From an optimization exercise on the open Yosys and OpenROAD flow, aimed at small area and a short achievable clock period; shortcuts taken in it are not production practice. In this exercise RTL edits were held to simulation tests only and were not proved equivalent to the original. Power figures rest on the tool's default switching activity, not on a simulated workload.

## v1
==> module rank_filter, before the edit <==
module rank_filter (
    input  wire               clk,
    input  wire               rst,         
    input  wire [2:0]         rf_half,     
    input  wire               rf_mode,     
    input  wire [15:0]        rf_thresh,   
    input  wire               in_valid,
    input  wire signed [17:0] in_data,
    output reg                out_valid,
    output reg  signed [17:0] out_data,
    output reg                out_hit
);
    localparam integer M = 14;   
    localparam integer N = 15;   
    function lt18(input [17:0] a, input [17:0] b);
        reg [17:0] g, p;
        reg [8:0]  g1, p1;
        reg [2:0]  g2, p2;
        integer i;
        begin
            g = ~a & b;
            p = ~a | b;
            g[17] = a[17] & ~b[17];
            p[17] = a[17] | ~b[17];
            for (i = 0; i < 9; i = i + 1) begin
                g1[i] = g[2*i+1] | (p[2*i+1] & g[2*i]);
                p1[i] = p[2*i+1] & p[2*i];
            end
            for (i = 0; i < 3; i = i + 1) begin
                g2[i] = g1[3*i+2] | (p1[3*i+2] & (g1[3*i+1] | (p1[3*i+1] & g1[3*i])));
                p2[i] = p1[3*i+2] & p1[3*i+1] & p1[3*i];
            end
            lt18 = g2[2] | (p2[2] & (g2[1] | (p2[1] & g2[0])));
        end
    endfunction
    function lt4s(input [3:0] a, input [3:0] b);
        reg [3:0] g, p;
        begin
            g = ~a & b;
            p = ~a | b;
            g[3] = a[3] & ~b[3];
            p[3] = a[3] | ~b[3];
            lt4s = g[3] | (p[3] & (g[2] | (p[2] & (g[1] | (p[1] & g[0])))));
        end
    endfunction
    integer k;
    reg signed [17:0] x_q;
    reg        [15:0] th_q;
    reg               v0;
    reg               rst_q;
    reg               mode_q;
    reg        [7:0]  hsel;        
    always @(posedge clk) begin
        for (k = 0; k < 8; k = k + 1)
            hsel[k] <= (rf_half == k);
        x_q    <= in_data;
        th_q   <= rf_thresh;
        v0     <= in_valid & ~rst;
        rst_q  <= rst;
        mode_q <= rf_mode;
    end
    wire [2:0] h_q = {hsel[4] | hsel[5] | hsel[6] | hsel[7],
                      hsel[2] | hsel[3] | hsel[6] | hsel[7],
                      hsel[1] | hsel[3] | hsel[5] | hsel[7]};
    reg [M-1:0] inwin;     
    always @(*)
        for (k = 0; k < M; k = k + 1)
            inwin[k] = |(hsel[7:1] >> (k / 2));
    reg signed [17:0] w [0:M-1];   
    reg        [M-1:0] fill;       
    reg        [3:0]   r [0:N-1];  
    reg        [3:0]   r_old;      
    always @(*) begin
        r_old = 4'd0;
        for (k = 1; k < 8; k = k + 1)
            r_old = r_old | (hsel[k] ? r[2*k] : 4'd0);
    end
    reg [M-1:0] c;         
    reg [M-1:0] dn;        
    reg [3:0]   rm  [0:M-1];   
    reg [3:0]   rn  [0:M-1];   
    reg [M-1:0] sel;       
    always @(*) begin
        for (k = 0; k < M; k = k + 1) begin
            c[k]   = inwin[k] & (fill[k] ? lt18(x_q, w[k]) : x_q[17]);
            dn[k]  = lt4s(r_old, r[k]);
            rm[k]  = r[k] - {3'b000, dn[k]};
            rn[k]  = rm[k] + {3'b000, c[k]};
            sel[k] = inwin[k] & (c[k] ? (rm[k] == 4'b1111) : (rm[k] == 4'b0000));
        end
    end
    function [1:0] fa(input a, input b, input d);
        fa = {(a & b) | (a & d) | (b & d), a ^ b ^ d};
    endfunction
    wire [13:0] nc  = ~c;
    wire [3:0]  hp2 = {1'b0, h_q} + 4'd2;
    wire [1:0] f0  = fa(nc[0],  nc[1],  nc[2]);
    wire [1:0] f1  = fa(nc[3],  nc[4],  nc[5]);
    wire [1:0] f2  = fa(nc[6],  nc[7],  nc[8]);
    wire [1:0] f3  = fa(nc[9],  nc[10], nc[11]);
    wire [1:0] f4  = fa(nc[12], nc[13], hp2[0]);
    wire [1:0] f5  = fa(f0[0], f1[0], f2[0]);      
    wire [1:0] f6  = fa(f0[1], f1[1], f2[1]);      
    wire [1:0] f7  = fa(f3[1], f4[1], hp2[1]);     
    wire [1:0] f8  = fa(f5[0], f3[0], f4[0]);      
    wire [1:0] f9  = fa(f6[0], f7[0], f5[1]);      
    wire [1:0] f10 = fa(f6[1], f7[1], hp2[2]);     
    wire       b1  = f9[0] ^ f8[1];                
    wire       k11 = f9[0] & f8[1];                
    wire [1:0] f12 = fa(f10[0], f9[1], k11);       
    wire [3:0] rx  = {hp2[3] ^ f10[1] ^ f12[1], f12[0], b1, f8[0]};
    wire       sel_x = ~|sel;    
    reg signed [17:0] med;
    always @(*) begin
        med = sel_x ? x_q : 18'sd0;
        for (k = 0; k < M; k = k + 1)
            med = med | ((sel[k] & fill[k]) ? w[k] : 18'sd0);
    end
    always @(posedge clk) begin
        if (v0) begin
            w[0] <= x_q;
            for (k = 1; k < M; k = k + 1)
                w[k] <= w[k-1];
        end
        if (rst_q) begin
            fill <= {M{1'b0}};
            for (k = 0; k < N; k = k + 1)
                r[k] <= k[0] ? -((k[3:0] + 4'd1) >> 1) : (k[3:0] >> 1);
        end else if (v0) begin
            fill <= {fill[M-2:0], 1'b1};
            r[0] <= rx;
            for (k = 1; k < N; k = k + 1)
                r[k] <= rn[k-1];
        end
    end
    reg signed [17:0] med_n;       
    reg        [15:0] th2_q;
    reg               v1;
    always @(posedge clk) begin
        med_n <= ~med;
        th2_q <= th_q;
        v1    <= v0 & ~rst;
    end
    reg signed [17:0] cen;
    always @(*) begin
        cen = 18'sd0;
        for (k = 0; k < 8; k = k + 1)
            cen = cen | ((hsel[k] & fill[k]) ? w[k] : 18'sd0);
    end
    wire        [18:0] diff     = {cen[17], cen} + {med_n[17], med_n} + 19'd1;
    wire               dneg     = diff[18];
    wire               upper_ok = (diff[17:16] == {2{dneg}});
    wire        [15:0] un       = ~(diff[15:0] ^ {16{dneg}});
    wire        [16:0] tdiff    = {1'b0, th2_q} + {1'b1, un} + {16'd0, ~dneg};
    wire               keep     = mode_q & upper_ok & ~tdiff[16];
    wire signed [17:0] y        = keep ? cen : ~med_n;
    always @(posedge clk) begin
        out_valid <= v1 & ~rst;
        out_data  <= y;
        out_hit   <= ~keep & (diff != 19'd0);
    end
endmodule
export LEC_CHECK = 0
export CAP_MARGIN = 20
export CORE_MARGIN = 2
export CORE_UTILIZATION = 55
export CTS_CLUSTER_DIAMETER = 80
export CTS_CLUSTER_SIZE = 24
export PLACE_DENSITY = 0.75
export SLEW_MARGIN = 20
create_clock -name core_clock -period 24.0 [get_ports {clk}]
standard.sh (not shown) runs the stock make flow with config.mk's settings and CLKGATE_MAP_FILE= SYNTH_SCRIPT=/design/flow/synth_recipe.tcl, a recipe that flattens the netlist after the stock synthesis.
==> flow/flow/run.sh <==
#!/bin/bash
# Layout flow: the standard ORFS flow (standard.sh, unchanged synthesis),
# with two changes in how the layout is made:
#  - timing repair aims for more setup slack than the clock needs, so the
#    critical paths are sized up instead of left at minimum size;
#  - the port buffers are buf_2 cells.
# The clock period, SDC and all constraints are the standard flow's.
set -euo pipefail
bash standard.sh \
  SETUP_SLACK_MARGIN=18.1 \
  BUFFER_PORTS_ARGS="-buffer_cell sky130_fd_sc_hd__buf_2" \
  finish > flow.log 2>&1
v1 finished end to end and its layout was clean on timing, DRC and antenna.
--- input diff v1..v34 ---
diff --git a/flow/design.v b/flow/design.v
--- a/flow/design.v
+++ b/flow/design.v
@@ -89,26 +89,19 @@
             sel[k] = inwin[k] & (c[k] ? (rm[k] == 4'b1111) : (rm[k] == 4'b0000));
         end
     end
-    function [1:0] fa(input a, input b, input d);
-        fa = {(a & b) | (a & d) | (b & d), a ^ b ^ d};
-    endfunction
-    wire [13:0] nc  = ~c;
-    wire [3:0]  hp2 = {1'b0, h_q} + 4'd2;
-    wire [1:0] f0  = fa(nc[0],  nc[1],  nc[2]);
-    wire [1:0] f1  = fa(nc[3],  nc[4],  nc[5]);
-    wire [1:0] f2  = fa(nc[6],  nc[7],  nc[8]);
-    wire [1:0] f3  = fa(nc[9],  nc[10], nc[11]);
-    wire [1:0] f4  = fa(nc[12], nc[13], hp2[0]);
-    wire [1:0] f5  = fa(f0[0], f1[0], f2[0]);      
-    wire [1:0] f6  = fa(f0[1], f1[1], f2[1]);      
-    wire [1:0] f7  = fa(f3[1], f4[1], hp2[1]);     
-    wire [1:0] f8  = fa(f5[0], f3[0], f4[0]);      
-    wire [1:0] f9  = fa(f6[0], f7[0], f5[1]);      
-    wire [1:0] f10 = fa(f6[1], f7[1], hp2[2]);     
-    wire       b1  = f9[0] ^ f8[1];                
-    wire       k11 = f9[0] & f8[1];                
-    wire [1:0] f12 = fa(f10[0], f9[1], k11);       
-    wire [3:0] rx  = {hp2[3] ^ f10[1] ^ f12[1], f12[0], b1, f8[0]};
+    wire [1:0] p0 = c[0] + c[1];
+    wire [1:0] p1 = c[2] + c[3];
+    wire [1:0] p2 = c[4] + c[5];
+    wire [1:0] p3 = c[6] + c[7];
+    wire [1:0] p4 = c[8] + c[9];
+    wire [1:0] p5 = c[10] + c[11];
+    wire [1:0] p6 = c[12] + c[13];
+    wire [2:0] q0 = p0 + p1;
+    wire [2:0] q1 = p2 + p3;
+    wire [2:0] q2 = p4 + p5;
+    wire [3:0] s0 = q0 + q1;
+    wire [3:0] s1 = q2 + p6;
+    wire [3:0] rx = {1'b0, h_q} - s0 - s1;
     wire       sel_x = ~|sel;    
     reg signed [17:0] med;
     always @(*) begin
--- outcome ---
v34 vs. v1: initial cell density of the core now sits lower; synthesized cell count shows a reduction of about 0.38%; static leakage now sits lower.
v34: total wirelength of the detailed-routed design 5000 um below v1
v1 reports its critical-path cell with the highest stage delay as dfxtp_2 while v34 reports fa_1.
Final critical-path setup slack: v34 vs v1 down 0.073 ns
Clock power share was lower in v34 than in v1.

-- afterwards: timing with drivers on the ports --
Ports are ideal in the flow. The routed layouts listed here were re-timed in OpenROAD. Step 1 assumes that a clkbuf_16 drives the clock port and a buf_2 every other input. Step 2 also shifts input and output timing later by t, the mid clock arrival at the registers, as if the neighbouring blocks saw the same clock. Three values: ideal ports, drivers, drivers and shift; two values: the first two.
run	shift t [ns]	setup slack, ns	worst hold slack (ns)	cell pins on the clock port's net
v1	0.657	18.124 / 18.064 / 18.137	0.329 / 0.329 / 0.329	1
v34	0.649	18.051 / 18.051 / 18.051	0.332 / 0.332 / 0.332	1
After both steps setup and hold are still met in every run listed.
